This design comes from an exercise in tuning for small area and a short achievable clock period on the open sky130 flow, not from production work.
Where RTL was checked, it was by simulation tests only, not by an equivalence proof against the original.
Function not checked in run 1: the RTL went through the layout flow alone.

## flow/design.v (module list and top-level ports; edited modules follow where they fit)
// module ecc80_codec: 1014 lines
module ecc80_codec (
    input  wire        clk,
    input  wire        rst,
    input  wire        enc_valid_i,
    input  wire [63:0] enc_data_i,
    output reg         enc_valid_o,
    output reg  [15:0] enc_check_o,
    input  wire        dec_valid_i,
    input  wire [79:0] dec_cw_i,
    output reg         dec_valid_o,
    output reg  [63:0] dec_data_o,
    output reg  [15:0] dec_check_o,
    output reg  [1:0]  dec_err_o
);
  // ...
==> flow/flow/run.sh <==
#!/bin/bash
# The standard layout (the standard.sh), with four changes:
#  - synthesis maps the logic with flow/abc_map.script (an area-oriented ABC
#    mapping: dch, map -a, then ABC's own buffering and sizing) in place of
#    ORFS's abc_speed.script. It runs on a copy of ORFS's scripts folder in
#    which only abc_speed.script is replaced; flip-flops are mapped before ABC
#    runs, so the registers are exactly those of the standard synthesis;
#  - synthesis runs without Yosys's extract_fa (ADDER_MAP_FILE empty), so the
#    parity and GF(2^7) logic is not cut into half-adder cells before ABC;
#  - clock tree synthesis runs without dummy loads (-dont_use_dummy_load),
#    with sink clusters of at most 25 sinks and 70 um;
#  - the buffers that buffer_ports puts on every input and output port are
#    sky130_fd_sc_hd__buf_1 instead of the cell OpenROAD picks by default.
# Each make call's whole output goes to its own log in the work folder
# (synth.log, standard.log); ORFS also keeps each step's log under orfs/logs/.
set -euo pipefail
cd "$(dirname "$0")/.."
rm -rf synth_scripts
cp -r "$FLOW_HOME/scripts" synth_scripts
cp flow/abc_map.script synth_scripts/abc_speed.script
bash standard.sh "ADDER_MAP_FILE=" "SCRIPTS_DIR=$PWD/synth_scripts" synth > synth.log 2>&1
bash standard.sh "ADDER_MAP_FILE=" "BUFFER_PORTS_ARGS=-buffer_cell sky130_fd_sc_hd__buf_1" \
    "CTS_ARGS=-sink_clustering_enable -repair_clock_nets -dont_use_dummy_load -sink_clustering_size 25 -sink_clustering_max_diameter 70" finish > standard.log 2>&1
==> flow/flow/abc_map.script <==
strash
dch
map -a
topo
stime -c
buffer -c
upsize -c
dnsize -c
==> flow/standard.sh <==
#!/bin/bash
# synth_recipe.tcl (not shown) runs the flow's synth.tcl, then flattens the netlist and writes it again
# the make line also repeats each setting of config.mk as NAME=value (left out here)
make -C /OpenROAD-flow-scripts/flow DESIGN_CONFIG=/design/flow/config.mk WORK_HOME=/design/flow/orfs CLKGATE_MAP_FILE= SYNTH_SCRIPT=/design/flow/synth_recipe.tcl "${@:-finish}"
==> flow/config.mk <==
export PLATFORM = sky130hd
export DESIGN_NAME = ecc80_codec
export DESIGN_NICKNAME = ecc80_codec
export VERILOG_FILES = /design/flow/design.v
export SDC_FILE = /design/flow/constraint.sdc
export NUM_CORES = 4
export LEC_CHECK = 0
export CAP_MARGIN = 20
export CORE_MARGIN = 2
export CORE_UTILIZATION = 55
export PLACE_DENSITY = 0.7
export SLEW_MARGIN = 70
==> flow/constraint.sdc <==
create_clock -name core_clock -period 22.0 [get_ports {clk}]
set_input_delay 4.4000 -clock core_clock [delete_from_list [all_inputs] [get_ports {clk}]]
set_output_delay 4.4000 -clock core_clock [all_outputs]
set_load 0.01 [all_outputs]
==> flow_summary.ini, run 1 <==
[sta]
slew_viol_final = 0
setup_total_negative_slack_ps = 0
unrepaired_setup_endpoints_after_global_routing = false
max_clock_freq_mhz = 149

[finish]
share_of_cells_above_drive_strength_1 = 0.104
nFlopsAndLatches = 358
nonClockBufferCount = 269
sequential_cell_area_um2 = 7170
num-nets-final = 2204
filler_cell_count = 2601
final_cell_area_um2 = 19400

[run]
cap_violations = 0

[floorplanning]
row_count = 64
horizontal_extent_of_the_die_um = 180
die_height_um = 180

[clock_network]
ctsHoldBuffers = 0
cts-buffers-inserted = 23
htree_num_levels = 1

[synth]
synth_enable_flop_cells = 0
synth_seq_area_share = 0.422
synthXorXnorAreaFrac = 0.352
dominantRegCellSynth = sky130_fd_sc_hd__dfxtp_1

[placed_design]
place_inst = 2423
placement.io_buffers = 247
place_congestion = 0.972

[global_route]
grt_use_total = 0.292
grt_antenna_before_repair = 3
grt_start_max_net_pins = 33
global_route_wire_length_before_repair_mm = 73.5
aggregate_global_routing_overflow = 0

[setup_path]
worst-r2r-setup-slack_ps = 15280
cp_max_delay_cell = sky130_fd_sc_hd__dfxtp_1
worst-endpoint-required_ps = 22410
critical_path_class = register to register
cp_launch_point = pc_q1[1]

[outcome]
run_status = timing/DRC/antenna clean

[routing]
wire_per_inst_um = 20.0
via_count = 13200
==> inputs of run 2 (changes only) <==
--- a/flow/design.v
+++ b/flow/design.v
@@ -7,17 +7,17 @@
     output reg  [15:0] enc_check_o,
     input  wire        dec_valid_i,
     input  wire [79:0] dec_cw_i,
     output reg         dec_valid_o,
     output reg  [63:0] dec_data_o,
     output reg  [15:0] dec_check_o,
     output reg  [1:0]  dec_err_o
 );
-    wire [235:0] exa;
+    wire [234:0] exa;
     assign exa[0] = enc_data_i[11] ^ enc_data_i[57];
     assign exa[1] = enc_data_i[44] ^ exa[0];
     assign exa[2] = enc_data_i[24] ^ enc_data_i[29];
     assign exa[3] = enc_data_i[6] ^ enc_data_i[31];
     assign exa[4] = enc_data_i[25] ^ enc_data_i[47];
     assign exa[5] = enc_data_i[43] ^ enc_data_i[45];
     assign exa[6] = enc_data_i[30] ^ exa[4];
     assign exa[7] = enc_data_i[1] ^ enc_data_i[10];
@@ -46,17 +46,16 @@
     assign exa[30] = enc_data_i[35] ^ exa[14];
     assign exa[31] = enc_data_i[55] ^ exa[11];
     assign exa[32] = enc_data_i[51] ^ enc_data_i[59];
     assign exa[33] = exa[3] ^ exa[18];
     assign exa[34] = exa[7] ^ exa[15];
     assign exa[35] = enc_data_i[33] ^ exa[24];
     assign exa[36] = enc_data_i[56] ^ exa[22];
     assign exa[37] = exa[19] ^ exa[27];
-    assign exa[38] = exa[17] ^ exa[29];
     assign exa[39] = enc_data_i[61] ^ exa[20];
     assign exa[40] = enc_data_i[15] ^ exa[16];
     assign exa[41] = exa[26] ^ exa[28];
     assign exa[42] = enc_data_i[14] ^ exa[23];
     assign exa[43] = enc_data_i[36] ^ exa[35];
     assign exa[44] = enc_data_i[16] ^ exa[32];
     assign exa[45] = exa[21] ^ exa[40];
     assign exa[46] = exa[37] ^ exa[41];
@@ -65,258 +64,273 @@
     assign exa[49] = enc_data_i[2] ^ exa[25];
     assign exa[50] = exa[31] ^ exa[43];
     assign exa[51] = enc_data_i[8] ^ exa[36];
     assign exa[52] = exa[30] ^ exa[34];
     assign exa[54] = enc_data_i[37] ^ exa[45];
     assign exa[55] = exa[39] ^ exa[42];
     assign exa[56] = enc_data_i[51] ^ exa[26];
     assign exa[57] = enc_data_i[34] ^ enc_data_i[59];
-    assign exa[58] = enc_data_i[55] ^ exa[49];
     assign exa[59] = enc_data_i[6] ^ exa[7];
     assign exa[60] = enc_data_i[24] ^ enc_data_i[26];
     assign exa[61] = enc_data_i[19] ^ enc_data_i[50];
     assign exa[62] = enc_data_i[29] ^ exa[11];
     assign exa[63] = enc_data_i[36] ^ exa[61];
     assign exa[64] = enc_data_i[31] ^ enc_data_i[46];
     assign exa[65] = exa[3] ^ exa[6];
     assign exa[66] = enc_data_i[7] ^ enc_data_i[39];
     assign exa[67] = exa[25] ^ exa[64];
-    assign exa[68] = exa[33] ^ exa[50];
     assign exa[69] = enc_data_i[8] ^ enc_data_i[11];
     assign exa[70] = enc_data_i[3] ^ enc_data_i[25];
-    assign exa[71] = enc_data_i[63] ^ exa[55];
     assign exa[72] = exa[8] ^ exa[18];
     assign exa[73] = exa[21] ^ exa[39];
     assign exa[74] = enc_data_i[58] ^ exa[72];
     assign exa[75] = enc_data_i[10] ^ enc_data_i[41];
     assign exa[76] = enc_data_i[0] ^ enc_data_i[48];
     assign exa[77] = enc_data_i[5] ^ enc_data_i[38];
     assign exa[79] = enc_data_i[12] ^ exa[69];
     assign exa[80] = enc_data_i[23] ^ enc_data_i[49];
     assign exa[82] = enc_data_i[32] ^ exa[2];
     assign exa[83] = exa[47] ^ exa[75];
     assign exa[84] = enc_data_i[16] ^ exa[63];
-    assign exa[85] = exa[48] ^ exa[54];
     assign exa[86] = enc_data_i[21] ^ exa[9];
     assign exa[87] = exa[57] ^ exa[86];
     assign exa[88] = enc_data_i[13] ^ enc_data_i[47];
     assign exa[89] = enc_data_i[37] ^ exa[59];
     assign exa[90] = exa[66] ^ exa[77];
     assign exa[92] = enc_data_i[1] ^ exa[37];
-    assign exa[93] = exa[17] ^ exa[80];
     assign exa[94] = enc_data_i[7] ^ enc_data_i[20];
     assign exa[95] = exa[0] ^ exa[12];
     assign exa[96] = exa[16] ^ exa[19];
     assign exa[97] = exa[94] ^ exa[35];
     assign exa[98] = exa[56] ^ exa[62];
     assign exa[99] = exa[95] ^ exa[96];
     assign exa[100] = exa[89] ^ exa[97];
     assign exa[101] = exa[98] ^ exa[99];
-    assign exa[102] = exa[100] ^ exa[101];
     assign exa[104] = enc_data_i[4] ^ enc_data_i[28];
     assign exa[105] = enc_data_i[30] ^ enc_data_i[44];
     assign exa[106] = enc_data_i[52] ^ exa[7];
     assign exa[107] = exa[22] ^ exa[23];
     assign exa[108] = exa[104] ^ exa[105];
     assign exa[109] = exa[40] ^ exa[79];
     assign exa[110] = exa[90] ^ exa[106];
     assign exa[111] = exa[107] ^ exa[108];
     assign exa[112] = exa[74] ^ exa[87];
     assign exa[113] = exa[109] ^ exa[110];
-    assign exa[114] = exa[111] ^ exa[112];
     assign exa[116] = enc_data_i[45] ^ exa[15];
     assign exa[117] = exa[88] ^ exa[27];
     assign exa[118] = exa[28] ^ exa[30];
     assign exa[119] = exa[33] ^ exa[42];
     assign exa[120] = exa[44] ^ exa[62];
     assign exa[121] = exa[79] ^ exa[116];
     assign exa[122] = exa[117] ^ exa[118];
     assign exa[123] = exa[119] ^ exa[120];
-    assign exa[124] = exa[121] ^ exa[122];
     assign exa[126] = enc_data_i[2] ^ enc_data_i[30];
     assign exa[127] = exa[0] ^ exa[5];
     assign exa[128] = exa[14] ^ exa[15];
     assign exa[129] = exa[126] ^ exa[82];
     assign exa[130] = exa[127] ^ exa[128];
     assign exa[131] = exa[129] ^ exa[130];
-    assign exa[132] = exa[50] ^ exa[54];
-    assign exa[133] = exa[92] ^ exa[131];
     assign exa[135] = enc_data_i[22] ^ enc_data_i[23];
     assign exa[136] = enc_data_i[27] ^ enc_data_i[50];
     assign exa[137] = exa[5] ^ exa[16];
     assign exa[138] = exa[29] ^ exa[76];
     assign exa[139] = exa[135] ^ exa[136];
     assign exa[140] = exa[1] ^ exa[31];
     assign exa[141] = exa[83] ^ exa[137];
     assign exa[142] = exa[138] ^ exa[139];
     assign exa[143] = exa[41] ^ exa[48];
     assign exa[144] = exa[140] ^ exa[141];
-    assign exa[145] = exa[142] ^ exa[67];
-    assign exa[146] = exa[143] ^ exa[144];
     assign exa[148] = enc_data_i[49] ^ exa[20];
     assign exa[149] = exa[56] ^ exa[74];
-    assign exa[150] = exa[148] ^ exa[67];
     assign exa[153] = enc_data_i[9] ^ enc_data_i[18];
     assign exa[154] = enc_data_i[52] ^ enc_data_i[54];
     assign exa[155] = exa[11] ^ exa[32];
     assign exa[156] = exa[153] ^ exa[154];
     assign exa[157] = exa[33] ^ exa[155];
     assign exa[158] = exa[156] ^ exa[43];
-    assign exa[159] = exa[157] ^ exa[49];
-    assign exa[160] = exa[73] ^ exa[158];
     assign exa[163] = enc_data_i[60] ^ enc_data_i[61];
     assign exa[164] = exa[12] ^ exa[163];
     assign exa[165] = exa[33] ^ exa[164];
     assign exa[166] = exa[87] ^ exa[165];
-    assign exa[167] = exa[92] ^ exa[166];
     assign exa[170] = enc_data_i[37] ^ exa[30];
     assign exa[171] = exa[31] ^ exa[36];
     assign exa[172] = exa[65] ^ exa[170];
-    assign exa[173] = exa[171] ^ exa[46];
     assign exa[176] = enc_data_i[22] ^ enc_data_i[32];
     assign exa[177] = enc_data_i[45] ^ enc_data_i[57];
     assign exa[178] = enc_data_i[61] ^ exa[10];
     assign exa[179] = exa[60] ^ exa[176];
     assign exa[180] = exa[177] ^ exa[34];
     assign exa[181] = exa[36] ^ exa[90];
     assign exa[182] = exa[178] ^ exa[179];
     assign exa[183] = exa[180] ^ exa[181];
-    assign exa[184] = exa[182] ^ exa[183];
     assign exa[186] = enc_data_i[8] ^ enc_data_i[14];
     assign exa[187] = enc_data_i[28] ^ enc_data_i[59];
     assign exa[188] = exa[47] ^ exa[70];
     assign exa[189] = exa[186] ^ exa[187];
     assign exa[190] = exa[34] ^ exa[82];
     assign exa[191] = exa[188] ^ exa[189];
     assign exa[192] = exa[190] ^ exa[191];
-    assign exa[193] = exa[46] ^ exa[73];
     assign exa[195] = enc_data_i[14] ^ enc_data_i[18];
     assign exa[196] = enc_data_i[33] ^ enc_data_i[42];
     assign exa[197] = enc_data_i[53] ^ exa[195];
     assign exa[198] = exa[196] ^ exa[28];
     assign exa[199] = exa[197] ^ exa[13];
     assign exa[200] = exa[45] ^ exa[52];
-    assign exa[201] = exa[198] ^ exa[199];
     assign exa[204] = enc_data_i[5] ^ enc_data_i[11];
     assign exa[205] = enc_data_i[15] ^ enc_data_i[40];
     assign exa[206] = enc_data_i[42] ^ enc_data_i[54];
     assign exa[207] = exa[24] ^ exa[60];
     assign exa[208] = exa[204] ^ exa[205];
     assign exa[209] = exa[206] ^ exa[83];
     assign exa[210] = exa[207] ^ exa[208];
     assign exa[211] = exa[65] ^ exa[84];
     assign exa[212] = exa[209] ^ exa[210];
-    assign exa[213] = exa[211] ^ exa[212];
     assign exa[215] = enc_data_i[4] ^ enc_data_i[20];
     assign exa[216] = enc_data_i[27] ^ enc_data_i[35];
     assign exa[217] = enc_data_i[55] ^ exa[3];
     assign exa[218] = exa[10] ^ exa[70];
     assign exa[219] = exa[215] ^ exa[216];
     assign exa[220] = exa[217] ^ exa[218];
     assign exa[221] = exa[219] ^ exa[220];
     assign exa[224] = enc_data_i[9] ^ enc_data_i[51];
     assign exa[225] = enc_data_i[61] ^ enc_data_i[62];
     assign exa[226] = exa[14] ^ exa[23];
     assign exa[227] = exa[76] ^ exa[88];
     assign exa[228] = exa[224] ^ exa[225];
     assign exa[229] = exa[226] ^ exa[227];
     assign exa[230] = exa[228] ^ exa[84];
     assign exa[231] = exa[89] ^ exa[229];
-    assign exa[232] = exa[230] ^ exa[231];
     assign exa[234] = enc_data_i[34] ^ exa[25];
-    assign exa[235] = exa[46] ^ exa[55];
     reg         enc_v1;
-    reg  [35:0] enc_q;
+    reg  [49:0] enc_q;
     always @(posedge clk) begin
         enc_v1 <= enc_valid_i & ~rst;
         enc_q[0] <= enc_data_i[17];
         enc_q[1] <= enc_data_i[43];
-        enc_q[2] <= exa[38];
-        enc_q[3] <= exa[51];
-        enc_q[4] <= exa[52];
-        enc_q[5] <= exa[58];
-        enc_q[6] <= exa[68];
-        enc_q[7] <= exa[71];
-        enc_q[8] <= exa[85];
-        enc_q[9] <= exa[93];
-        enc_q[10] <= exa[102];
-        enc_q[11] <= exa[113];
-        enc_q[12] <= exa[114];
-        enc_q[13] <= exa[123];
-        enc_q[14] <= exa[124];
-        enc_q[15] <= exa[132];
-        enc_q[16] <= exa[133];
-        enc_q[17] <= exa[145];
-        enc_q[18] <= exa[146];
-        enc_q[19] <= exa[149];
-        enc_q[20] <= exa[150];
-        enc_q[21] <= exa[159];
-        enc_q[22] <= exa[160];
-        enc_q[23] <= exa[167];
-        enc_q[24] <= exa[172];
-        enc_q[25] <= exa[173];
-        enc_q[26] <= exa[184];
-        enc_q[27] <= exa[192];
-        enc_q[28] <= exa[193];
-        enc_q[29] <= exa[200];
-        enc_q[30] <= exa[201];
-        enc_q[31] <= exa[213];
-        enc_q[32] <= exa[221];
-        enc_q[33] <= exa[232];
-        enc_q[34] <= exa[234];
-        enc_q[35] <= exa[235];
+        enc_q[2] <= enc_data_i[55];
+        enc_q[3] <= enc_data_i[63];
+        enc_q[4] <= exa[17];
+        enc_q[5] <= exa[29];
+        enc_q[6] <= exa[33];
+        enc_q[7] <= exa[46];
+        enc_q[8] <= exa[48];
+        enc_q[9] <= exa[49];
+        enc_q[10] <= exa[50];
+        enc_q[11] <= exa[51];
+        enc_q[12] <= exa[52];
+        enc_q[13] <= exa[54];
+        enc_q[14] <= exa[55];
+        enc_q[15] <= exa[67];
+        enc_q[16] <= exa[73];
+        enc_q[17] <= exa[80];
+        enc_q[18] <= exa[92];
+        enc_q[19] <= exa[100];
+        enc_q[20] <= exa[101];
+        enc_q[21] <= exa[111];
+        enc_q[22] <= exa[112];
+        enc_q[23] <= exa[113];
+        enc_q[24] <= exa[121];
+        enc_q[25] <= exa[122];
+        enc_q[26] <= exa[123];
+        enc_q[27] <= exa[131];
+        enc_q[28] <= exa[142];
+        enc_q[29] <= exa[143];
+        enc_q[30] <= exa[144];
+        enc_q[31] <= exa[148];
+        enc_q[32] <= exa[149];
+        enc_q[33] <= exa[157];
+        enc_q[34] <= exa[158];
+        enc_q[35] <= exa[166];
+        enc_q[36] <= exa[171];
+        enc_q[37] <= exa[172];
+        enc_q[38] <= exa[182];
+        enc_q[39] <= exa[183];
+        enc_q[40] <= exa[192];
+        enc_q[41] <= exa[198];
+        enc_q[42] <= exa[199];
+        enc_q[43] <= exa[200];
+        enc_q[44] <= exa[211];
+        enc_q[45] <= exa[212];
+        enc_q[46] <= exa[221];
+        enc_q[47] <= exa[230];
+        enc_q[48] <= exa[231];
+        enc_q[49] <= exa[234];
     end
-    wire [28:0] exb;
-    assign exb[0] = enc_q[2] ^ enc_q[3];
-    assign exb[1] = enc_q[0] ^ enc_q[2];
-    assign exb[2] = enc_q[4] ^ exb[0];
-    assign exb[3] = enc_q[1] ^ exb[1];
-    assign exb[4] = enc_q[7] ^ enc_q[10];
-    assign exb[5] = enc_q[11] ^ enc_q[12];
-    assign exb[6] = enc_q[13] ^ enc_q[14];
-    assign exb[7] = enc_q[15] ^ enc_q[16];
-    assign exb[8] = enc_q[17] ^ enc_q[18];
-    assign exb[9] = enc_q[19] ^ enc_q[20];
-    assign exb[10] = exb[9] ^ exb[2];
-    assign exb[11] = enc_q[9] ^ enc_q[21];
-    assign exb[12] = enc_q[22] ^ exb[11];
-    assign exb[13] = enc_q[5] ^ enc_q[23];
-    assign exb[14] = exb[13] ^ exb[3];
-    assign exb[15] = enc_q[24] ^ enc_q[9];
-    assign exb[16] = enc_q[25] ^ exb[15];
-    assign exb[17] = enc_q[6] ^ enc_q[26];
-    assign exb[18] = enc_q[27] ^ enc_q[28];
-    assign exb[19] = enc_q[29] ^ enc_q[5];
-    assign exb[20] = enc_q[30] ^ exb[19];
-    assign exb[21] = enc_q[7] ^ enc_q[31];
-    assign exb[22] = enc_q[32] ^ enc_q[8];
-    assign exb[23] = exb[22] ^ exb[3];
-    assign exb[24] = enc_q[33] ^ exb[0];
-    assign exb[25] = enc_q[34] ^ enc_q[6];
-    assign exb[26] = enc_q[8] ^ enc_q[35];
-    assign exb[27] = exb[25] ^ exb[26];
-    assign exb[28] = exb[2] ^ exb[27];
+    wire [52:0] exb;
+    assign exb[0] = enc_q[4] ^ enc_q[5];
+    assign exb[1] = exb[0] ^ enc_q[11];
+    assign exb[2] = enc_q[2] ^ enc_q[9];
+    assign exb[3] = enc_q[6] ^ enc_q[10];
+    assign exb[4] = enc_q[3] ^ enc_q[14];
+    assign exb[5] = enc_q[0] ^ exb[0];
+    assign exb[6] = enc_q[12] ^ exb[1];
+    assign exb[7] = enc_q[8] ^ enc_q[13];
+    assign exb[8] = enc_q[1] ^ exb[5];
+    assign exb[9] = enc_q[4] ^ enc_q[17];
+    assign exb[10] = enc_q[19] ^ enc_q[20];
+    assign exb[11] = exb[4] ^ exb[10];
+    assign exb[12] = enc_q[21] ^ enc_q[22];
+    assign exb[13] = enc_q[23] ^ exb[12];
+    assign exb[14] = enc_q[24] ^ enc_q[25];
+    assign exb[15] = enc_q[26] ^ exb[14];
+    assign exb[16] = enc_q[10] ^ enc_q[13];
+    assign exb[17] = enc_q[18] ^ enc_q[27];
+    assign exb[18] = exb[16] ^ exb[17];
+    assign exb[19] = enc_q[28] ^ enc_q[15];
+    assign exb[20] = enc_q[29] ^ enc_q[30];
+    assign exb[21] = exb[19] ^ exb[20];
+    assign exb[22] = enc_q[31] ^ enc_q[15];
+    assign exb[23] = enc_q[32] ^ exb[22];
+    assign exb[24] = exb[23] ^ exb[6];
+    assign exb[25] = enc_q[33] ^ enc_q[9];
+    assign exb[26] = enc_q[16] ^ enc_q[34];
+    assign exb[27] = exb[9] ^ exb[25];
+    assign exb[28] = exb[26] ^ exb[27];
+    assign exb[29] = enc_q[18] ^ enc_q[35];
+    assign exb[30] = exb[2] ^ exb[29];
+    assign exb[31] = exb[30] ^ exb[8];
+    assign exb[32] = enc_q[36] ^ enc_q[7];
+    assign exb[33] = enc_q[37] ^ exb[9];
+    assign exb[34] = exb[32] ^ exb[33];
+    assign exb[35] = enc_q[38] ^ enc_q[39];
+    assign exb[36] = exb[3] ^ exb[35];
+    assign exb[37] = enc_q[7] ^ enc_q[16];
+    assign exb[38] = enc_q[40] ^ exb[37];
+    assign exb[39] = enc_q[41] ^ enc_q[42];
+    assign exb[40] = enc_q[43] ^ exb[2];
+    assign exb[41] = exb[39] ^ exb[40];
+    assign exb[42] = enc_q[44] ^ enc_q[45];
+    assign exb[43] = exb[4] ^ exb[42];
+    assign exb[44] = enc_q[46] ^ exb[7];
+    assign exb[45] = exb[44] ^ exb[8];
+    assign exb[46] = enc_q[47] ^ enc_q[48];
+    assign exb[47] = exb[46] ^ exb[1];
+    assign exb[48] = enc_q[7] ^ enc_q[14];
+    assign exb[49] = enc_q[49] ^ exb[3];
+    assign exb[50] = exb[7] ^ exb[48];
+    assign exb[51] = exb[49] ^ exb[50];
+    assign exb[52] = exb[6] ^ exb[51];
     wire [15:0] enc_chk;
-    assign enc_chk[0] = ~exb[4];
-    assign enc_chk[1] = exb[5];
-    assign enc_chk[2] = ~exb[6];
-    assign enc_chk[3] = exb[7];
-    assign enc_chk[4] = ~exb[8];
-    assign enc_chk[5] = ~exb[10];
-    assign enc_chk[6] = exb[12];
-    assign enc_chk[7] = exb[14];
-    assign enc_chk[8] = ~exb[16];
-    assign enc_chk[9] = exb[17];
-    assign enc_chk[10] = exb[18];
-    assign enc_chk[11] = ~exb[20];
-    assign enc_chk[12] = ~exb[21];
-    assign enc_chk[13] = exb[23];
-    assign enc_chk[14] = exb[24];
-    assign enc_chk[15] = ~exb[28];
+    assign enc_chk[0] = ~exb[11];
+    assign enc_chk[1] = exb[13];
+    assign enc_chk[2] = ~exb[15];
+    assign enc_chk[3] = exb[18];
+    assign enc_chk[4] = ~exb[21];
+    assign enc_chk[5] = ~exb[24];
+    assign enc_chk[6] = exb[28];
+    assign enc_chk[7] = exb[31];
+    assign enc_chk[8] = ~exb[34];
+    assign enc_chk[9] = exb[36];
+    assign enc_chk[10] = exb[38];
+    assign enc_chk[11] = ~exb[41];
+    assign enc_chk[12] = ~exb[43];
+    assign enc_chk[13] = exb[45];
+    assign enc_chk[14] = exb[47];
+    assign enc_chk[15] = ~exb[52];
     always @(posedge clk) begin
         enc_valid_o <= enc_v1 & ~rst;
         enc_check_o <= enc_chk;
     end
     function [6:0] gf_mul;
         input [6:0] a;
         input [6:0] b;
         reg   [12:0] p;
@@ -487,17 +501,17 @@
                 7'd125: inv_cube = 7'd48;
                 7'd126: inv_cube = 7'd116;
                 7'd127: inv_cube = 7'd13;
                 default: inv_cube = 7'd0;
             endcase
         end
     endfunction
     wire [79:0] raw = dec_cw_i ^ 80'h99350000000000000000;
-    wire [271:0] sxa;
+    wire [269:0] sxa;
     assign sxa[0] = dec_cw_i[40] ^ dec_cw_i[60];
     assign sxa[1] = dec_cw_i[9] ^ dec_cw_i[36];
     assign sxa[2] = dec_cw_i[57] ^ sxa[0];
     assign sxa[3] = dec_cw_i[10] ^ dec_cw_i[61];
     assign sxa[4] = dec_cw_i[23] ^ dec_cw_i[35];
     assign sxa[5] = dec_cw_i[8] ^ dec_cw_i[42];
     assign sxa[6] = dec_cw_i[12] ^ dec_cw_i[41];
     assign sxa[7] = dec_cw_i[43] ^ sxa[2];
@@ -537,399 +551,412 @@
     assign sxa[41] = dec_cw_i[21] ^ sxa[14];
     assign sxa[42] = sxa[24] ^ sxa[39];
     assign sxa[43] = dec_cw_i[7] ^ sxa[28];
     assign sxa[44] = dec_cw_i[39] ^ sxa[18];
     assign sxa[45] = dec_cw_i[47] ^ sxa[31];
     assign sxa[46] = dec_cw_i[0] ^ sxa[29];
     assign sxa[47] = sxa[15] ^ sxa[33];
     assign sxa[48] = dec_cw_i[48] ^ sxa[26];
-    assign sxa[49] = sxa[23] ^ sxa[46];
     assign sxa[50] = sxa[25] ^ sxa[44];
     assign sxa[51] = sxa[35] ^ sxa[43];
     assign sxa[52] = dec_cw_i[29] ^ sxa[27];
     assign sxa[53] = sxa[30] ^ sxa[42];
     assign sxa[54] = dec_cw_i[20] ^ sxa[40];
     assign sxa[55] = dec_cw_i[70] ^ sxa[41];
     assign sxa[56] = dec_cw_i[49] ^ sxa[54];
-    assign sxa[57] = sxa[32] ^ sxa[50];
-    assign sxa[58] = dec_cw_i[28] ^ sxa[53];
     assign sxa[60] = sxa[36] ^ sxa[37];
     assign sxa[61] = dec_cw_i[67] ^ sxa[48];
     assign sxa[62] = sxa[47] ^ sxa[52];
     assign sxa[63] = dec_cw_i[50] ^ sxa[22];
     assign sxa[64] = sxa[10] ^ sxa[18];
     assign sxa[65] = dec_cw_i[59] ^ sxa[38];
-    assign sxa[67] = sxa[37] ^ sxa[51];
     assign sxa[68] = dec_cw_i[72] ^ sxa[36];
     assign sxa[69] = dec_cw_i[24] ^ sxa[7];
     assign sxa[70] = dec_cw_i[28] ^ sxa[22];
     assign sxa[71] = sxa[27] ^ sxa[55];
     assign sxa[72] = dec_cw_i[33] ^ sxa[9];
     assign sxa[73] = dec_cw_i[66] ^ sxa[62];
-    assign sxa[74] = dec_cw_i[52] ^ sxa[60];
     assign sxa[75] = dec_cw_i[67] ^ dec_cw_i[76];
     assign sxa[76] = dec_cw_i[43] ^ dec_cw_i[49];
     assign sxa[77] = sxa[45] ^ sxa[61];
     assign sxa[78] = dec_cw_i[19] ^ sxa[14];
     assign sxa[80] = dec_cw_i[71] ^ sxa[15];
     assign sxa[81] = dec_cw_i[65] ^ sxa[68];
     assign sxa[82] = dec_cw_i[13] ^ dec_cw_i[39];
     assign sxa[83] = dec_cw_i[25] ^ sxa[45];
     assign sxa[84] = dec_cw_i[50] ^ sxa[64];
     assign sxa[85] = dec_cw_i[77] ^ sxa[12];
     assign sxa[86] = dec_cw_i[21] ^ sxa[5];
-    assign sxa[87] = dec_cw_i[10] ^ sxa[69];
     assign sxa[88] = dec_cw_i[60] ^ sxa[32];
     assign sxa[89] = dec_cw_i[35] ^ dec_cw_i[78];
     assign sxa[91] = dec_cw_i[26] ^ sxa[6];
-    assign sxa[92] = dec_cw_i[65] ^ sxa[51];
     assign sxa[93] = dec_cw_i[66] ^ sxa[26];
     assign sxa[94] = dec_cw_i[31] ^ sxa[30];
-    assign sxa[95] = dec_cw_i[9] ^ sxa[23];
     assign sxa[96] = dec_cw_i[73] ^ sxa[93];
     assign sxa[97] = dec_cw_i[8] ^ dec_cw_i[22];
     assign sxa[98] = dec_cw_i[3] ^ dec_cw_i[27];
     assign sxa[99] = dec_cw_i[58] ^ sxa[25];
     assign sxa[100] = dec_cw_i[0] ^ sxa[80];
     assign sxa[101] = sxa[11] ^ sxa[76];
     assign sxa[103] = dec_cw_i[11] ^ sxa[19];
     assign sxa[104] = dec_cw_i[46] ^ dec_cw_i[61];
     assign sxa[107] = dec_cw_i[64] ^ sxa[55];
     assign sxa[108] = sxa[56] ^ sxa[63];
-    assign sxa[109] = sxa[60] ^ sxa[73];
-    assign sxa[110] = sxa[77] ^ sxa[107];
     assign sxa[115] = dec_cw_i[64] ^ dec_cw_i[68];
     assign sxa[116] = dec_cw_i[70] ^ dec_cw_i[75];
     assign sxa[117] = dec_cw_i[77] ^ dec_cw_i[79];
     assign sxa[118] = sxa[75] ^ sxa[115];
     assign sxa[119] = sxa[116] ^ sxa[117];
     assign sxa[120] = sxa[118] ^ sxa[119];
     assign sxa[121] = sxa[81] ^ sxa[96];
-    assign sxa[122] = sxa[120] ^ sxa[121];
     assign sxa[123] = dec_cw_i[7] ^ dec_cw_i[29];
     assign sxa[124] = dec_cw_i[36] ^ dec_cw_i[47];
     assign sxa[125] = dec_cw_i[64] ^ dec_cw_i[78];
     assign sxa[126] = sxa[0] ^ sxa[40];
     assign sxa[127] = sxa[123] ^ sxa[124];
     assign sxa[128] = sxa[125] ^ sxa[21];
     assign sxa[129] = sxa[22] ^ sxa[126];
     assign sxa[130] = sxa[127] ^ sxa[100];
     assign sxa[131] = sxa[128] ^ sxa[129];
-    assign sxa[132] = sxa[50] ^ sxa[53];
-    assign sxa[133] = sxa[130] ^ sxa[131];
     assign sxa[135] = dec_cw_i[14] ^ dec_cw_i[41];
     assign sxa[136] = dec_cw_i[48] ^ sxa[32];
     assign sxa[137] = sxa[104] ^ sxa[135];
     assign sxa[138] = sxa[103] ^ sxa[136];
     assign sxa[139] = sxa[137] ^ sxa[138];
     assign sxa[141] = dec_cw_i[15] ^ dec_cw_i[56];
     assign sxa[142] = sxa[20] ^ sxa[141];
     assign sxa[143] = sxa[21] ^ sxa[24];
     assign sxa[144] = sxa[88] ^ sxa[142];
     assign sxa[145] = sxa[70] ^ sxa[101];
     assign sxa[146] = sxa[143] ^ sxa[144];
-    assign sxa[147] = sxa[73] ^ sxa[83];
-    assign sxa[148] = sxa[145] ^ sxa[146];
     assign sxa[150] = dec_cw_i[18] ^ dec_cw_i[32];
     assign sxa[151] = dec_cw_i[38] ^ dec_cw_i[63];
     assign sxa[152] = dec_cw_i[75] ^ sxa[4];
     assign sxa[153] = sxa[15] ^ sxa[97];
     assign sxa[154] = sxa[98] ^ sxa[150];
     assign sxa[155] = sxa[151] ^ sxa[78];
     assign sxa[156] = sxa[152] ^ sxa[153];
     assign sxa[157] = sxa[154] ^ sxa[61];
     assign sxa[158] = sxa[63] ^ sxa[99];
     assign sxa[159] = sxa[155] ^ sxa[156];
-    assign sxa[160] = sxa[157] ^ sxa[158];
     assign sxa[163] = dec_cw_i[38] ^ dec_cw_i[42];
     assign sxa[164] = dec_cw_i[57] ^ dec_cw_i[68];
     assign sxa[165] = sxa[82] ^ sxa[163];
     assign sxa[166] = sxa[164] ^ sxa[72];
     assign sxa[167] = sxa[165] ^ sxa[29];
     assign sxa[168] = sxa[56] ^ sxa[65];
     assign sxa[169] = sxa[70] ^ sxa[166];
-    assign sxa[170] = sxa[167] ^ sxa[168];
     assign sxa[173] = dec_cw_i[5] ^ dec_cw_i[20];
     assign sxa[174] = dec_cw_i[34] ^ dec_cw_i[37];
     assign sxa[175] = dec_cw_i[50] ^ dec_cw_i[69];
     assign sxa[176] = sxa[16] ^ sxa[35];
     assign sxa[177] = sxa[82] ^ sxa[173];
     assign sxa[178] = sxa[174] ^ sxa[175];
     assign sxa[179] = sxa[41] ^ sxa[176];
     assign sxa[180] = sxa[177] ^ sxa[178];
     assign sxa[181] = sxa[42] ^ sxa[62];
     assign sxa[182] = sxa[99] ^ sxa[179];
-    assign sxa[183] = sxa[180] ^ sxa[181];
     assign sxa[186] = dec_cw_i[6] ^ dec_cw_i[7];
     assign sxa[187] = dec_cw_i[28] ^ dec_cw_i[55];
     assign sxa[188] = dec_cw_i[63] ^ dec_cw_i[74];
     assign sxa[189] = sxa[8] ^ sxa[33];
     assign sxa[190] = sxa[89] ^ sxa[104];
     assign sxa[191] = sxa[186] ^ sxa[187];
     assign sxa[192] = sxa[188] ^ sxa[91];
     assign sxa[193] = sxa[189] ^ sxa[190];
     assign sxa[194] = sxa[191] ^ sxa[44];
     assign sxa[195] = sxa[65] ^ sxa[192];
-    assign sxa[196] = sxa[193] ^ sxa[71];
-    assign sxa[197] = sxa[194] ^ sxa[195];
     assign sxa[200] = dec_cw_i[32] ^ dec_cw_i[41];
     assign sxa[201] = dec_cw_i[64] ^ sxa[200];
     assign sxa[202] = sxa[2] ^ sxa[38];
     assign sxa[203] = sxa[48] ^ sxa[86];
     assign sxa[204] = sxa[201] ^ sxa[202];
-    assign sxa[205] = sxa[203] ^ sxa[83];
-    assign sxa[206] = sxa[94] ^ sxa[204];
     assign sxa[209] = dec_cw_i[62] ^ dec_cw_i[68];
     assign sxa[210] = dec_cw_i[72] ^ sxa[209];
     assign sxa[211] = sxa[17] ^ sxa[47];
     assign sxa[212] = sxa[103] ^ sxa[210];
     assign sxa[213] = sxa[211] ^ sxa[212];
-    assign sxa[214] = sxa[84] ^ sxa[213];
     assign sxa[217] = dec_cw_i[12] ^ dec_cw_i[37];
     assign sxa[218] = dec_cw_i[51] ^ dec_cw_i[53];
     assign sxa[219] = sxa[3] ^ sxa[13];
     assign sxa[220] = sxa[33] ^ sxa[217];
     assign sxa[221] = sxa[218] ^ sxa[28];
     assign sxa[222] = sxa[54] ^ sxa[72];
     assign sxa[223] = sxa[78] ^ sxa[219];
     assign sxa[224] = sxa[220] ^ sxa[221];
     assign sxa[225] = sxa[222] ^ sxa[223];
-    assign sxa[226] = sxa[77] ^ sxa[224];
     assign sxa[229] = dec_cw_i[17] ^ dec_cw_i[44];
     assign sxa[230] = dec_cw_i[51] ^ dec_cw_i[62];
     assign sxa[231] = sxa[1] ^ sxa[12];
     assign sxa[232] = sxa[97] ^ sxa[229];
     assign sxa[233] = sxa[230] ^ sxa[31];
     assign sxa[234] = sxa[231] ^ sxa[232];
     assign sxa[235] = sxa[56] ^ sxa[81];
     assign sxa[236] = sxa[100] ^ sxa[233];
-    assign sxa[237] = sxa[234] ^ sxa[71];
-    assign sxa[238] = sxa[94] ^ sxa[235];
     assign sxa[242] = dec_cw_i[20] ^ dec_cw_i[70];
     assign sxa[243] = sxa[34] ^ sxa[242];
     assign sxa[244] = sxa[85] ^ sxa[243];
     assign sxa[245] = sxa[43] ^ sxa[45];
     assign sxa[246] = sxa[63] ^ sxa[244];
-    assign sxa[247] = sxa[245] ^ sxa[246];
     assign sxa[250] = dec_cw_i[1] ^ dec_cw_i[18];
     assign sxa[251] = dec_cw_i[54] ^ dec_cw_i[57];
     assign sxa[252] = dec_cw_i[60] ^ dec_cw_i[71];
     assign sxa[253] = sxa[3] ^ sxa[75];
     assign sxa[254] = sxa[89] ^ sxa[250];
     assign sxa[255] = sxa[251] ^ sxa[252];
     assign sxa[256] = sxa[52] ^ sxa[85];
     assign sxa[257] = sxa[86] ^ sxa[253];
     assign sxa[258] = sxa[254] ^ sxa[255];
     assign sxa[259] = sxa[101] ^ sxa[256];
     assign sxa[260] = sxa[257] ^ sxa[258];
-    assign sxa[261] = sxa[259] ^ sxa[260];
     assign sxa[263] = dec_cw_i[14] ^ dec_cw_i[45];
     assign sxa[264] = dec_cw_i[47] ^ dec_cw_i[52];
     assign sxa[265] = sxa[98] ^ sxa[263];
     assign sxa[266] = sxa[264] ^ sxa[88];
     assign sxa[267] = sxa[91] ^ sxa[265];
     assign sxa[268] = sxa[55] ^ sxa[96];
     assign sxa[269] = sxa[266] ^ sxa[267];
-    assign sxa[270] = sxa[46] ^ sxa[84];
-    assign sxa[271] = sxa[268] ^ sxa[269];
-    wire [37:0] pc;
-    assign pc[0] = sxa[38];
-    assign pc[1] = sxa[49];
-    assign pc[2] = sxa[57];
-    assign pc[3] = sxa[58];
-    assign pc[4] = sxa[67];
-    assign pc[5] = sxa[74];
-    assign pc[6] = sxa[87];
-    assign pc[7] = sxa[92];
-    assign pc[8] = sxa[95];
-    assign pc[9] = sxa[108];
-    assign pc[10] = sxa[109];
-    assign pc[11] = sxa[110];
-    assign pc[12] = sxa[122];
-    assign pc[13] = sxa[132];
-    assign pc[14] = sxa[133];
-    assign pc[15] = sxa[139];
-    assign pc[16] = sxa[147];
-    assign pc[17] = sxa[148];
-    assign pc[18] = sxa[159];
-    assign pc[19] = sxa[160];
-    assign pc[20] = sxa[169];
-    assign pc[21] = sxa[170];
-    assign pc[22] = sxa[182];
-    assign pc[23] = sxa[183];
-    assign pc[24] = sxa[196];
-    assign pc[25] = sxa[197];
-    assign pc[26] = sxa[205];
-    assign pc[27] = sxa[206];
-    assign pc[28] = sxa[214];
-    assign pc[29] = sxa[225];
-    assign pc[30] = sxa[226];
-    assign pc[31] = sxa[236];
-    assign pc[32] = sxa[237];
-    assign pc[33] = sxa[238];
-    assign pc[34] = sxa[247];
-    assign pc[35] = sxa[261];
-    assign pc[36] = sxa[270];
-    assign pc[37] = sxa[271];
+    wire [50:0] pc;
+    assign pc[0] = sxa[23];
+    assign pc[1] = sxa[32];
+    assign pc[2] = sxa[37];
+    assign pc[3] = sxa[38];
+    assign pc[4] = sxa[46];
+    assign pc[5] = sxa[50];
+    assign pc[6] = sxa[51];
+    assign pc[7] = sxa[53];
+    assign pc[8] = sxa[60];
+    assign pc[9] = sxa[69];
+    assign pc[10] = sxa[71];
+    assign pc[11] = sxa[73];
+    assign pc[12] = sxa[77];
+    assign pc[13] = sxa[83];
+    assign pc[14] = sxa[84];
+    assign pc[15] = sxa[94];
+    assign pc[16] = sxa[107];
+    assign pc[17] = sxa[108];
+    assign pc[18] = sxa[120];
+    assign pc[19] = sxa[121];
+    assign pc[20] = sxa[130];
+    assign pc[21] = sxa[131];
+    assign pc[22] = sxa[139];
+    assign pc[23] = sxa[145];
+    assign pc[24] = sxa[146];
+    assign pc[25] = sxa[157];
+    assign pc[26] = sxa[158];
+    assign pc[27] = sxa[159];
+    assign pc[28] = sxa[167];
+    assign pc[29] = sxa[168];
+    assign pc[30] = sxa[169];
+    assign pc[31] = sxa[180];
+    assign pc[32] = sxa[181];
+    assign pc[33] = sxa[182];
+    assign pc[34] = sxa[193];
+    assign pc[35] = sxa[194];
+    assign pc[36] = sxa[195];
+    assign pc[37] = sxa[203];
+    assign pc[38] = sxa[204];
+    assign pc[39] = sxa[213];
+    assign pc[40] = sxa[224];
+    assign pc[41] = sxa[225];
+    assign pc[42] = sxa[234];
+    assign pc[43] = sxa[235];
+    assign pc[44] = sxa[236];
+    assign pc[45] = sxa[245];
+    assign pc[46] = sxa[246];
+    assign pc[47] = sxa[259];
+    assign pc[48] = sxa[260];
+    assign pc[49] = sxa[268];
+    assign pc[50] = sxa[269];
     reg  v_q1;
     reg  [79:0] r_q1;
-    reg  [37:0] pc_q1;
+    reg  [50:0] pc_q1;
     always @(posedge clk) begin
         v_q1 <= dec_valid_i & ~rst;
         r_q1 <= dec_cw_i;
         pc_q1 <= pc;
     end
-    wire [35:0] sxb;
-    assign sxb[0] = r_q1[68] ^ pc_q1[2];
-    assign sxb[1] = pc_q1[1] ^ pc_q1[3];
-    assign sxb[2] = pc_q1[0] ^ sxb[0];
-    assign sxb[3] = r_q1[4] ^ pc_q1[5];
-    assign sxb[4] = r_q1[2] ^ pc_q1[1];
-    assign sxb[5] = r_q1[23] ^ pc_q1[4];
-    assign sxb[6] = sxb[1] ^ pc_q1[7];
-    assign sxb[7] = pc_q1[9] ^ pc_q1[10];
-    assign sxb[8] = pc_q1[11] ^ sxb[7];
-    assign sxb[9] = sxb[2] ^ sxb[6];
-    assign sxb[10] = sxb[8] ^ sxb[9];
-    assign sxb[11] = pc_q1[13] ^ pc_q1[14];
-    assign sxb[12] = pc_q1[15] ^ sxb[6];
-    assign sxb[13] = pc_q1[16] ^ pc_q1[17];
-    assign sxb[14] = pc_q1[18] ^ pc_q1[19];
-    assign sxb[15] = sxb[4] ^ sxb[14];
-    assign sxb[16] = pc_q1[20] ^ pc_q1[21];
-    assign sxb[17] = sxb[5] ^ sxb[16];
-    assign sxb[18] = pc_q1[22] ^ pc_q1[6];
-    assign sxb[19] = pc_q1[23] ^ sxb[18];
-    assign sxb[20] = pc_q1[8] ^ pc_q1[24];
-    assign sxb[21] = pc_q1[25] ^ sxb[20];
-    assign sxb[22] = pc_q1[26] ^ pc_q1[27];
-    assign sxb[23] = sxb[3] ^ sxb[22];
-    assign sxb[24] = pc_q1[28] ^ sxb[3];
-    assign sxb[25] = sxb[4] ^ sxb[24];
-    assign sxb[26] = pc_q1[29] ^ pc_q1[3];
-    assign sxb[27] = pc_q1[30] ^ sxb[26];
-    assign sxb[28] = pc_q1[31] ^ pc_q1[6];
-    assign sxb[29] = pc_q1[32] ^ pc_q1[33];
-    assign sxb[30] = sxb[28] ^ sxb[29];
-    assign sxb[31] = pc_q1[8] ^ pc_q1[34];
-    assign sxb[32] = sxb[0] ^ sxb[31];
-    assign sxb[33] = pc_q1[35] ^ sxb[2];
-    assign sxb[34] = pc_q1[36] ^ pc_q1[37];
-    assign sxb[35] = sxb[5] ^ sxb[34];
-    wire       sp = ~sxb[10];
-    wire       t  = pc_q1[12];
+    wire [65:0] sxb;
+    assign sxb[0] = pc_q1[0] ^ pc_q1[4];
+    assign sxb[1] = pc_q1[1] ^ pc_q1[5];
+    assign sxb[2] = r_q1[28] ^ pc_q1[7];
+    assign sxb[3] = r_q1[68] ^ sxb[1];
+    assign sxb[4] = sxb[0] ^ sxb[2];
+    assign sxb[5] = pc_q1[2] ^ pc_q1[6];
+    assign sxb[6] = r_q1[52] ^ pc_q1[8];
+    assign sxb[7] = pc_q1[3] ^ sxb[3];
+    assign sxb[8] = r_q1[10] ^ pc_q1[9];
+    assign sxb[9] = r_q1[4] ^ sxb[6];
+    assign sxb[10] = r_q1[65] ^ pc_q1[6];
+    assign sxb[11] = r_q1[9] ^ pc_q1[0];
+    assign sxb[12] = r_q1[2] ^ sxb[0];
+    assign sxb[13] = r_q1[23] ^ sxb[5];
+    assign sxb[14] = sxb[4] ^ sxb[10];
+    assign sxb[15] = pc_q1[8] ^ pc_q1[11];
+    assign sxb[16] = pc_q1[12] ^ pc_q1[16];
+    assign sxb[17] = pc_q1[17] ^ sxb[15];
+    assign sxb[18] = sxb[16] ^ sxb[17];
+    assign sxb[19] = sxb[7] ^ sxb[14];
+    assign sxb[20] = sxb[18] ^ sxb[19];
+    assign sxb[21] = pc_q1[18] ^ pc_q1[19];
+    assign sxb[22] = pc_q1[5] ^ pc_q1[7];
+    assign sxb[23] = pc_q1[20] ^ pc_q1[21];
+    assign sxb[24] = sxb[22] ^ sxb[23];
+    assign sxb[25] = pc_q1[22] ^ sxb[14];
+    assign sxb[26] = pc_q1[11] ^ pc_q1[13];
+    assign sxb[27] = pc_q1[23] ^ pc_q1[24];
+    assign sxb[28] = sxb[26] ^ sxb[27];
+    assign sxb[29] = pc_q1[25] ^ pc_q1[26];
+    assign sxb[30] = pc_q1[27] ^ sxb[29];
+    assign sxb[31] = sxb[12] ^ sxb[30];
+    assign sxb[32] = pc_q1[28] ^ pc_q1[29];
+    assign sxb[33] = pc_q1[30] ^ sxb[32];
+    assign sxb[34] = sxb[13] ^ sxb[33];
+    assign sxb[35] = pc_q1[31] ^ pc_q1[32];
+    assign sxb[36] = pc_q1[33] ^ sxb[8];
+    assign sxb[37] = sxb[35] ^ sxb[36];
+    assign sxb[38] = pc_q1[34] ^ pc_q1[10];
+    assign sxb[39] = pc_q1[35] ^ pc_q1[36];
+    assign sxb[40] = sxb[11] ^ sxb[38];
+    assign sxb[41] = sxb[39] ^ sxb[40];
+    assign sxb[42] = pc_q1[37] ^ pc_q1[13];
+    assign sxb[43] = pc_q1[15] ^ pc_q1[38];
+    assign sxb[44] = sxb[42] ^ sxb[43];
+    assign sxb[45] = sxb[9] ^ sxb[44];
+    assign sxb[46] = pc_q1[14] ^ pc_q1[39];
+    assign sxb[47] = sxb[46] ^ sxb[9];
+    assign sxb[48] = sxb[12] ^ sxb[47];
+    assign sxb[49] = pc_q1[12] ^ pc_q1[40];
+    assign sxb[50] = pc_q1[41] ^ sxb[2];
+    assign sxb[51] = sxb[49] ^ sxb[50];
+    assign sxb[52] = pc_q1[42] ^ pc_q1[10];
+    assign sxb[53] = pc_q1[15] ^ pc_q1[43];
+    assign sxb[54] = pc_q1[44] ^ sxb[8];
+    assign sxb[55] = sxb[52] ^ sxb[53];
+    assign sxb[56] = sxb[54] ^ sxb[55];
+    assign sxb[57] = pc_q1[45] ^ pc_q1[46];
+    assign sxb[58] = sxb[11] ^ sxb[57];
+    assign sxb[59] = sxb[3] ^ sxb[58];
+    assign sxb[60] = pc_q1[47] ^ pc_q1[48];
+    assign sxb[61] = sxb[60] ^ sxb[7];
+    assign sxb[62] = pc_q1[4] ^ pc_q1[14];
+    assign sxb[63] = pc_q1[49] ^ pc_q1[50];
+    assign sxb[64] = sxb[62] ^ sxb[63];
+    assign sxb[65] = sxb[13] ^ sxb[64];
+    wire       sp = ~sxb[20];
+    wire       t  = sxb[21];
     wire [6:0] s1, s3;
-    assign s1[0] = sxb[11];
-    assign s1[1] = sxb[12];
-    assign s1[2] = ~sxb[13];
-    assign s1[3] = ~sxb[15];
-    assign s1[4] = sxb[17];
-    assign s1[5] = sxb[19];
-    assign s1[6] = sxb[21];
-    assign s3[0] = sxb[23];
-    assign s3[1] = ~sxb[25];
-    assign s3[2] = sxb[27];
-    assign s3[3] = ~sxb[30];
-    assign s3[4] = sxb[32];
-    assign s3[5] = sxb[33];
-    assign s3[6] = ~sxb[35];
+    assign s1[0] = sxb[24];
+    assign s1[1] = sxb[25];
+    assign s1[2] = ~sxb[28];
+    assign s1[3] = ~sxb[31];
+    assign s1[4] = sxb[34];
+    assign s1[5] = sxb[37];
+    assign s1[6] = sxb[41];
+    assign s3[0] = sxb[45];
+    assign s3[1] = ~sxb[48];
+    assign s3[2] = sxb[51];
+    assign s3[3] = ~sxb[56];
+    assign s3[4] = sxb[59];
+    assign s3[5] = sxb[61];
+    assign s3[6] = ~sxb[65];
     wire [6:0] wv = gf_mul(s3, inv_cube(s1));
     wire       clean = ~sp & (s1 == 7'd0) & (s3 == 7'd0);
     wire       wunit = (wv == 7'd1);
     wire       wtr   = wv[0];
     wire [6:0] y;
     assign y[0] = 1'b0;
     assign y[1] = wv[2] ^ wv[3] ^ wv[4] ^ wv[6];
     assign y[2] = wv[3] ^ wv[4] ^ wv[6];
     assign y[3] = wv[5] ^ wv[6];
     assign y[4] = wv[1] ^ wv[2] ^ wv[4];
     assign y[5] = wv[3] ^ wv[5] ^ wv[6];
     assign y[6] = wv[3] ^ wv[6];
-    wire [6:0] x1 = gf_mul(s1, y);
-    wire [6:0] x2 = x1 ^ s1;
     reg  v_q2;
     reg  [79:0] r_q2;
     reg  sp_q2;
     reg  t_q2;
+    reg  [6:0] s1_q2;
     reg  clean_q2;
     reg  wunit_q2;
     reg  wtr_q2;
-    reg  [6:0] x1_q2;
-    reg  [6:0] x2_q2;
+    reg  [6:0] y_q2;
     always @(posedge clk) begin
         v_q2 <= v_q1 & ~rst;
         r_q2 <= r_q1;
         sp_q2 <= sp;
         t_q2 <= t;
+        s1_q2 <= s1;
         clean_q2 <= clean;
         wunit_q2 <= wunit;
         wtr_q2 <= wtr;
-        x1_q2 <= x1;
-        x2_q2 <= x2;
+        y_q2 <= y;
     end
-    wire ok1 = pos_ok(x1_q2);
-    wire ok2 = pos_ok(x2_q2);
-    wire ch1 = pos_chk(x1_q2);
-    wire ch2 = pos_chk(x2_q2);
+    wire [6:0] x1 = gf_mul(s1_q2, y_q2);
+    wire [6:0] x2 = x1 ^ s1_q2;
+    wire ok1 = pos_ok(x1);
+    wire ok2 = pos_ok(x2);
+    wire ch1 = pos_chk(x1);
+    wire ch2 = pos_chk(x2);
     wire one = sp_q2 & wunit_q2 & ok2;
     wire two = ~sp_q2 & ~clean_q2 & wtr_q2 & ok1 & ok2 & (t_q2 == (ch1 ^ ch2));
     wire fix = one | two;
     wire [79:0] flip;
     assign flip[79] = (clean_q2 & t_q2) | (one & (t_q2 ^ ch2));
     wire [15:0] h1, h2;
     wire [7:0]  l1, l2;
-    assign h1[0] = (x1_q2[6:3] == 4'd0);
-    assign h2[0] = (x2_q2[6:3] == 4'd0);
-    assign h1[1] = (x1_q2[6:3] == 4'd1);
-    assign h2[1] = (x2_q2[6:3] == 4'd1);
-    assign h1[2] = (x1_q2[6:3] == 4'd2);
-    assign h2[2] = (x2_q2[6:3] == 4'd2);
-    assign h1[3] = (x1_q2[6:3] == 4'd3);
-    assign h2[3] = (x2_q2[6:3] == 4'd3);
-    assign h1[4] = (x1_q2[6:3] == 4'd4);
-    assign h2[4] = (x2_q2[6:3] == 4'd4);
-    assign h1[5] = (x1_q2[6:3] == 4'd5);
-    assign h2[5] = (x2_q2[6:3] == 4'd5);
-    assign h1[6] = (x1_q2[6:3] == 4'd6);
-    assign h2[6] = (x2_q2[6:3] == 4'd6);
-    assign h1[7] = (x1_q2[6:3] == 4'd7);
-    assign h2[7] = (x2_q2[6:3] == 4'd7);
-    assign h1[8] = (x1_q2[6:3] == 4'd8);
-    assign h2[8] = (x2_q2[6:3] == 4'd8);
-    assign h1[9] = (x1_q2[6:3] == 4'd9);
-    assign h2[9] = (x2_q2[6:3] == 4'd9);
-    assign h1[10] = (x1_q2[6:3] == 4'd10);
-    assign h2[10] = (x2_q2[6:3] == 4'd10);
-    assign h1[11] = (x1_q2[6:3] == 4'd11);
-    assign h2[11] = (x2_q2[6:3] == 4'd11);
-    assign h1[12] = (x1_q2[6:3] == 4'd12);
-    assign h2[12] = (x2_q2[6:3] == 4'd12);
-    assign h1[13] = (x1_q2[6:3] == 4'd13);
-    assign h2[13] = (x2_q2[6:3] == 4'd13);
-    assign h1[14] = (x1_q2[6:3] == 4'd14);
-    assign h2[14] = (x2_q2[6:3] == 4'd14);
-    assign h1[15] = (x1_q2[6:3] == 4'd15);
-    assign h2[15] = (x2_q2[6:3] == 4'd15);
-    assign l1[0] = fix & (x1_q2[2:0] == 3'd0);
-    assign l2[0] = fix & (x2_q2[2:0] == 3'd0);
-    assign l1[1] = fix & (x1_q2[2:0] == 3'd1);
-    assign l2[1] = fix & (x2_q2[2:0] == 3'd1);
-    assign l1[2] = fix & (x1_q2[2:0] == 3'd2);
-    assign l2[2] = fix & (x2_q2[2:0] == 3'd2);
-    assign l1[3] = fix & (x1_q2[2:0] == 3'd3);
-    assign l2[3] = fix & (x2_q2[2:0] == 3'd3);
-    assign l1[4] = fix & (x1_q2[2:0] == 3'd4);
-    assign l2[4] = fix & (x2_q2[2:0] == 3'd4);
-    assign l1[5] = fix & (x1_q2[2:0] == 3'd5);
-    assign l2[5] = fix & (x2_q2[2:0] == 3'd5);
-    assign l1[6] = fix & (x1_q2[2:0] == 3'd6);
-    assign l2[6] = fix & (x2_q2[2:0] == 3'd6);
-    assign l1[7] = fix & (x1_q2[2:0] == 3'd7);
-    assign l2[7] = fix & (x2_q2[2:0] == 3'd7);
+    assign h1[0] = (x1[6:3] == 4'd0);
+    assign h2[0] = (x2[6:3] == 4'd0);
+    assign h1[1] = (x1[6:3] == 4'd1);
+    assign h2[1] = (x2[6:3] == 4'd1);
+    assign h1[2] = (x1[6:3] == 4'd2);
+    assign h2[2] = (x2[6:3] == 4'd2);
+    assign h1[3] = (x1[6:3] == 4'd3);
+    assign h2[3] = (x2[6:3] == 4'd3);
+    assign h1[4] = (x1[6:3] == 4'd4);
+    assign h2[4] = (x2[6:3] == 4'd4);
+    assign h1[5] = (x1[6:3] == 4'd5);
+    assign h2[5] = (x2[6:3] == 4'd5);
+    assign h1[6] = (x1[6:3] == 4'd6);
+    assign h2[6] = (x2[6:3] == 4'd6);
+    assign h1[7] = (x1[6:3] == 4'd7);
+    assign h2[7] = (x2[6:3] == 4'd7);
+    assign h1[8] = (x1[6:3] == 4'd8);
+    assign h2[8] = (x2[6:3] == 4'd8);
+    assign h1[9] = (x1[6:3] == 4'd9);
+    assign h2[9] = (x2[6:3] == 4'd9);
+    assign h1[10] = (x1[6:3] == 4'd10);
+    assign h2[10] = (x2[6:3] == 4'd10);
+    assign h1[11] = (x1[6:3] == 4'd11);
+    assign h2[11] = (x2[6:3] == 4'd11);
+    assign h1[12] = (x1[6:3] == 4'd12);
+    assign h2[12] = (x2[6:3] == 4'd12);
+    assign h1[13] = (x1[6:3] == 4'd13);
+    assign h2[13] = (x2[6:3] == 4'd13);
+    assign h1[14] = (x1[6:3] == 4'd14);
+    assign h2[14] = (x2[6:3] == 4'd14);
+    assign h1[15] = (x1[6:3] == 4'd15);
+    assign h2[15] = (x2[6:3] == 4'd15);
+    assign l1[0] = fix & (x1[2:0] == 3'd0);
+    assign l2[0] = fix & (x2[2:0] == 3'd0);
+    assign l1[1] = fix & (x1[2:0] == 3'd1);
+    assign l2[1] = fix & (x2[2:0] == 3'd1);
+    assign l1[2] = fix & (x1[2:0] == 3'd2);
+    assign l2[2] = fix & (x2[2:0] == 3'd2);
+    assign l1[3] = fix & (x1[2:0] == 3'd3);
+    assign l2[3] = fix & (x2[2:0] == 3'd3);
+    assign l1[4] = fix & (x1[2:0] == 3'd4);
+    assign l2[4] = fix & (x2[2:0] == 3'd4);
+    assign l1[5] = fix & (x1[2:0] == 3'd5);
+    assign l2[5] = fix & (x2[2:0] == 3'd5);
+    assign l1[6] = fix & (x1[2:0] == 3'd6);
+    assign l2[6] = fix & (x2[2:0] == 3'd6);
+    assign l1[7] = fix & (x1[2:0] == 3'd7);
+    assign l2[7] = fix & (x2[2:0] == 3'd7);
     assign flip[64] = (h1[0] & l1[1]) | (h2[0] & l2[1]);
     assign flip[65] = (h1[0] & l1[2]) | (h2[0] & l2[2]);
     assign flip[66] = (h1[0] & l1[4]) | (h2[0] & l2[4]);
     assign flip[67] = (h1[1] & l1[0]) | (h2[1] & l2[0]);
     assign flip[68] = (h1[2] & l1[0]) | (h2[2] & l2[0]);
     assign flip[69] = (h1[4] & l1[0]) | (h2[4] & l2[0]);
     assign flip[70] = (h1[8] & l1[0]) | (h2[8] & l2[0]);
     assign flip[71] = (h1[1] & l1[1]) | (h2[1] & l2[1]);
--- a/flow/flow/run.sh
+++ b/flow/flow/run.sh
@@ -15,9 +15,9 @@
 # (synth.log, standard.log); ORFS also keeps each step's log under orfs/logs/.
 set -euo pipefail
 cd "$(dirname "$0")/.."
 rm -rf synth_scripts
 cp -r "$FLOW_HOME/scripts" synth_scripts
 cp flow/abc_map.script synth_scripts/abc_speed.script
 bash standard.sh "ADDER_MAP_FILE=" "SCRIPTS_DIR=$PWD/synth_scripts" synth > synth.log 2>&1
 bash standard.sh "ADDER_MAP_FILE=" "BUFFER_PORTS_ARGS=-buffer_cell sky130_fd_sc_hd__buf_1" \
-    "CTS_ARGS=-sink_clustering_enable -repair_clock_nets -dont_use_dummy_load -sink_clustering_size 25 -sink_clustering_max_diameter 70" finish > standard.log 2>&1
+    "CTS_ARGS=-sink_clustering_enable -repair_clock_nets -dont_use_dummy_load -sink_clustering_size 30 -sink_clustering_max_diameter 60" finish > standard.log 2>&1
==> run 2 against run 1 <==
  * Still clean on timing, DRC and antenna
  * Utilization decreased by 0.37 points
  * First-iteration DRC count fell by 17%
  * Design area rose by 2.0%
  * Critical endpoint is now dec_check_o[0]
  * Largest cell class unchanged
==> flow_summary.ini, run 2 <==
[synth]
dominantRegCellSynth = sky130_fd_sc_hd__dfxtp_1
ys_types = 62
post-synth-top-area-cell = sky130_fd_sc_hd__dfxtp_1
synthesis.area_per_instance_um2 = 9.65
synth_seq_area_share = 0.440
syn_area_um2 = 17400
post_synth_main_area_contributors = sky130_fd_sc_hd__dfxtp_1, sky130_fd_sc_hd__xnor2_1, sky130_fd_sc_hd__xor2_1
postSynthRegisterBits = 382
synth.top_cell.area_share = 0.440
synth.most_common_cell = sky130_fd_sc_hd__dfxtp_1
netlist_top_cells_count = sky130_fd_sc_hd__dfxtp_1, sky130_fd_sc_hd__xnor2_1, sky130_fd_sc_hd__xor2_1
synth.yosys.warnings = 1
synthCells = 1801
post_synth_net_total = 1949
synth_enable_flop_cells = 0
async_flop_share = 0

[setup_path]
cp_max_delay_cell = sky130_fd_sc_hd__dfxtp_1
timing.critical_path.to_type = primary output
worst-r2r-setup-slack_ps = 16620
family_of_cells_with_the_greatest_summed_delay_on_the_critical_path = flip-flops
worst-endpoint-required_ps = 17600
critical_path_class = register to primary output
crit_buf_inv = 1
cp.arrival_ps = 1120
worst_setup_path_start_kind = register
crit_path_max_incr_delay_ps = 390
cp_cell_sequence = buf_1
worst-path-max-fanout = 1

[finish]
layout_common_cells = sky130_fd_sc_hd__dfxtp_1, sky130_fd_sc_hd__xor2_1, sky130_fd_sc_hd__xnor2_1
mostFrequentLayoutCell = sky130_fd_sc_hd__dfxtp_1
share_of_cells_above_drive_strength_1 = 0.0960
syn2layout_area_growth_pct = 14.0
filler_cell_count = 2696
num-nets-final = 2213

[clock_network]
clock_latency_ps = 560
tritoncts = yes
cts.root.buffer_cell = sky130_fd_sc_hd__clkbuf_16
post_cts.repair.setup_buffers = 0
clock-sinks = 382
cts.path.max_buffers = 3
ctsResizeCount = 0
ctsHoldBuffers = 0
htree_num_levels = 1
cts-buffers-inserted = 25
cts.clk_slew.worst_paths_ps = 100

[global_route]
grt_pass1_vias = 13000
grt_use_total = 0.315
grt_antenna_before_repair = 1
global_route_wire_length_before_repair_mm = 78.6
aggregate_global_routing_overflow = 0
grt_start_max_net_pins = 31

[routing]
via_count = 13500
first_iter_violations = 1334
drt_wl_total_mm = 52.7
antenna_left = 0
dr.pass1.iters = 5
wire_per_inst_um = 21.4
post-route-drc-count = 0
routed_via_density = 5.47

[sta]
setup_total_negative_slack_ps = 0
finalCritPeriodShare = 0.251
clock_period_minus_worst_slack_ps = 5520
holdWs_ps = 284
worst_clock_skew_ps = 57.0
unrepaired_setup_endpoints_after_global_routing = false
tightestPinTransition_ps = 496
slew_headroom = 0.669
finalSetupViolations = 0
max_clock_freq_mhz = 181
slew_viol_final = 0
report.final.hold_viol_count = 0

[floorplanning]
die_height_um = 182
horizontal_extent_of_the_die_um = 182
row_count = 65
die-area_um2 = 33000
io_pins = 248
initial_core_util = 0.555
placeableCoreArea_um2 = 31300

[worst_hold_path]
min-delay-path-class = register to register

[placed_design]
dp_hpwl_mm = 42.7
place_congestion = 0.966
placement.io_buffers = 247

[outcome]
run_status = timing/DRC/antenna clean

[run]
cap_violations = 0
[run 2: cell type report]
| type | instances | area [um2] | share of cell area |
|---|---|---|---|
| Multi-Input combinational cell | 1298 | 9630 | 0.486 |
| Tap cell | 402 | 503 | 0.0254 |
| Timing Repair Buffer | 257 | 1000 | 0.0505 |
| Clock buffer | 25 | 626 | 0.0316 |
| Sequential cell | 382 | 7650 | 0.386 |
| Antenna cell | 1 | 2.50 | 0.000126 |
| Inverter | 101 | 393 | 0.0198 |
[run 2: path summary, 6_finish.rpt]
path,from,end,depth (start not counted)
worst max-delay path,dec_check_o[0],dec_check_o[0],1
worst min-delay path,r_q1[36],r_q2[36],0
worst min register to register,r_q1[36],r_q2[36],0
worst max register to register,y_q2[4],dec_data_o[59],23
[run 2: routing by layer]
metal | up-vias | routed length, um | track usage
met3 | 113 | 4620 | 0.0429
met1 | 6337 | 22800 | 0.450
met2 | 736 | 23800 | 0.503
met5 | - | 13 | 0
li1 | 6289 | - | -
met4 | 2 | 1480 | 0.0833
[run 2: cells by family after synthesis]
group                     share of synthesized area
xor gates and xnor gates                      0.342
AOI/OAI and AO/OA                            0.0760
and+or+nand+nor                               0.114
DFF                                           0.440
buffers and inverters                        0.0283
[run 2: metrics by stage]
step / std cells / instance area, um2 / util / worst slack [ps]
after global placement: 2433 / 18700 / 0.598 / 16020
after global routing: 2465 / 19800 / 0.632 / 16130
after detailed placement: 2438 / 19000 / 0.608 / 16020
final: 2466 / 19800 / 0.633 / 16480
after CTS: 2463 / 19700 / 0.628 / 16470
after floorplan: 1801 / 17400 / - / 16530

what the ideal ports hide:
The results above use ideal ports. As a check the final layouts listed here were re-extracted and re-timed, cells and wires unchanged. Step 1: set_driving_cell puts a clkbuf_16 on clk and a buf_2 on each other input, an assumption about the parent block. Step 2 adds t to the input delays and takes it off the output delays; t is the mean of the earliest and latest rising clock arrival at the registers after step 1. Input paths then give back, and output paths get back, about the clock's delay inside the block. Slacks: ideal / step 1 / step 2; pairs: ideal / step 1.
run	t, ns	slack for setup (ns)	clock arrival spread, ns	worst slew at a driven data input, ns	pins driven straight from the clock port
run 1	0.564	15.284 / 15.284 / 15.284	0.093 / 0.093	0.07	1
run 2	0.583	16.477 / 16.423 / 16.028	0.058 / 0.058	0.07	1
After both steps setup and hold are still met in every run listed. For run 2, which loses most, drivers alone change the setup slack by -0.054 ns; drivers and shift together by -0.449 ns.
